This is an optimization exercise on Yosys and OpenROAD, whose aim is small area, a short achievable clock period and few clock cycles, not a production implementation. The RTL was checked by simulation tests, not by an equivalence proof against the original design. Power figures rest on the tool's default switching activity, not on a simulated workload.

## red_reduce
module red_reduce (
    input  wire        clk,
    input  wire        rst,         
    input  wire        in_valid,
    output reg         in_ready,
    input  wire        in_first,    
    input  wire        in_last,     
    input  wire [7:0]  op,
    input  wire [23:0] p0,
    input  wire [23:0] p1,
    input  wire [23:0] a,
    input  wire        a_ok,
    input  wire [23:0] b,
    input  wire        b_ok,
    output reg         out_valid,
    output wire [23:0] r0,
    output wire [23:0] r1,
    output reg         r_ok,
    output reg         nsat,
    output reg         asat
);
Settings: LEC_CHECK=0, CAP_MARGIN=20, CORE_MARGIN=2, CORE_UTILIZATION=40, SLEW_MARGIN=20; clock period 14.0 ns.
standard.sh (not shown) runs the stock make flow with config.mk's settings and CLKGATE_MAP_FILE= SYNTH_SCRIPT=/design/flow/synth_recipe.tcl, a recipe that flattens the netlist after the stock synthesis.
==> flow/flow/run.sh <==
#!/bin/bash
# Standard layout, with repair_timing aiming for extra setup slack so that the
# achieved period shrinks, and port buffers of an ordinary buffer cell; the
# constraints (SDC, clock period) are the design's.
set -euo pipefail
bash standard.sh "BUFFER_PORTS_ARGS=-buffer_cell sky130_fd_sc_hd__buf_4" SETUP_SLACK_MARGIN=9 finish > orfs_make.log 2>&1
Testbench counts at the start, summed over its fixed seeds: cycles 42,254.
Rerun with:
--- a/flow/design.v
+++ b/flow/design.v
@@ -685,17 +685,17 @@
     wire [33:0] acc_abs  = acc[57] ? (34'd0 - acc[33:0]) : acc[33:0];
     wire [4:0]  nshift   = {2'd0, sha[4:2]} + {3'd0, sha[1:0]};    
     reg  [6:0]  F_cyc;
     always @(*) begin
         F_cyc = 7'd1;
         if (minv_met || ka == K_COUNT)
             case (ka)
                 K_SUM, K_DOT: F_cyc = {2'd0, nshift} + 7'd2;
-                K_MEAN:       F_cyc = 7'd14;
+                K_MEAN:       F_cyc = 7'd15;
                 K_RMS:        F_cyc = 7'd28;
                 default:      F_cyc = 7'd1;
             endcase
     end
     reg  [9:0]  dv_r;
     reg  [47:0] dv_w;
     reg  [10:0] dv_t;
     reg  [11:0] dv_d;
@@ -711,34 +711,34 @@
         end
     end
     wire [11:0] rnd_d  = {1'b0, R, 1'b0} - {1'b0, C} - {11'd0, !W[0]};
     wire        div_up = !rnd_d[11];
     wire [27:0] sq_t = {X, W[1:0]};
     wire [28:0] sq_d = {1'b0, sq_t} - {3'd0, Y, 2'b01};
     wire [25:0] sq_r = sq_d[28] ? sq_t[25:0] : sq_d[25:0];
     wire [23:0] sq_y = {Y[22:0], !sq_d[28]};
-    wire [26:0] rt_d  = {1'b0, X} - {3'd0, Y} - {26'd0, !neg};
+    wire [26:0] rt_d  = {1'b0, X} - {3'd0, Y} - {26'd0, !sq_en};
     wire        rt_up = !rt_d[26];
     wire        sh4    = X[4:2] != 3'd0;
     wire [47:0] shr_w  = sh4 ? {{4{W[47]}}, W[47:4]} : {W[47], W[47:1]};
     wire        shr_g  = sh4 ? W[3] : W[0];
     wire        shr_s  = X[6] | X[5] | (sh4 ? (|W[2:0]) : 1'b0);
     wire [4:0]  shr_c  = X[4:0] - (sh4 ? 5'd4 : 5'd1);
     wire        n_rnd  = X[5] && (X[6] || W[0]);
     wire        q_in   = (&W[47:23]) || !(|W[47:23]);
     wire        n_hi   = !W[47] && (!q_in || (n_rnd && (&W[22:0])));
     wire        n_lo   = W[47] && !q_in && !(n_rnd && (&W[47:24]) && !W[23] && (&W[22:0]));
     reg  [23:0] inc_a;
     reg         inc_b;
     always @(*) begin
         case (ph)
             P_RND:   begin
                 inc_a = neg ? ~W[23:0] : W[23:0];
-                inc_b = neg ? !div_up : div_up;
+                inc_b = neg ? !sq_en : sq_en;
             end
             P_ROOT:  begin inc_a = Y;        inc_b = neg; end
             default: begin inc_a = W[23:0];  inc_b = n_rnd; end
         endcase
     end
     wire [24:0] inc = {1'b0, inc_a} + {24'd0, inc_b};
     wire [1:0] pend_n = pend + {1'b0, take && in_last} - {1'b0, cap};
     reg  [6:0] frem_n;
@@ -767,18 +767,18 @@
                 full <= 1'b0;
             if (cap)
                 ph <= (ka == K_COUNT || !minv_met) ? P_OUT :
                       (ka == K_SUM || ka == K_DOT) ? ((sha == 5'd0) ? P_NRW : P_SHR) :
                       (ka == K_MEAN || ka == K_RMS) ? P_DIV : P_OUT;
             else
                 case (ph)
                     P_SHR:  if (shr_c == 5'd0) ph <= P_NRW;
-                    P_DIV:  if (fi == 5'd0) ph <= (fk == K_MEAN) ? P_RND : P_SQL;
-                    P_SQL:  ph <= P_RUP;
+                    P_DIV:  if (fi == 5'd0) ph <= P_SQL;
+                    P_SQL:  ph <= (fk == K_MEAN) ? P_RND : P_RUP;
                     P_RUP:  ph <= P_ROOT;
                     P_NRW, P_RND, P_ROOT: ph <= P_OUT;
                     default: ;
                 endcase
         end
     end
     always @(posedge clk) begin
         if (cap) begin
@@ -836,19 +836,19 @@
                     fi    <= fi - 5'd1;
                     sq_en <= 1'b1;
                     if (sq_en) begin
                         X <= sq_r;
                         Y <= sq_y;
                     end
                 end
                 P_SQL: begin
-                    X   <= sq_r;
-                    Y   <= sq_y;
-                    neg <= div_up;
+                    X     <= sq_r;
+                    Y     <= sq_y;
+                    sq_en <= div_up;
                 end
                 P_RND: begin
                     r_ok <= 1'b1;
                     W    <= {24'd0, inc[23:0]};
                 end
                 P_RUP: neg <= rt_up;
                 P_ROOT: begin
                     r_ok <= 1'b1;
Outcome: Sequential power rises by roughly a tenth. Total power increases by about a fifth. Die area hardly moves. Cell area shrinks slightly. Hold slack is about the same. Critical path depth falls by 8. Wire length rose slightly.
Testbench counts after the change, summed over its fixed seeds: cycles 42,289.

==> port drivers added, routing unchanged <==
No port has a modelled driver above. Below, the same layouts with a new extraction and two added sets of constraints. Step 1 assumes that a clkbuf_16 drives the clock port and a buf_2 every other input. Step 2 also shifts input and output timing later by t, the mid clock arrival at the registers, as if the neighbouring blocks saw the same clock. Three values: no drivers, after step 1, after step 2; two values: the first two.
run	t, ns	slack for setup (ns)	worst setup path after step 2	slew at the worst register clock pin (ns)
the first run	0.695	9.029 / 9.029 / 8.670	input to register	0.07 / 0.07
the second run	0.700	9.169 / 9.169 / 8.572	input to register	0.08 / 0.08
After both steps every run listed still meets setup and hold. For the second run, which loses most, drivers alone change the setup slack by 0.000 ns; drivers and shift together by -0.597 ns.
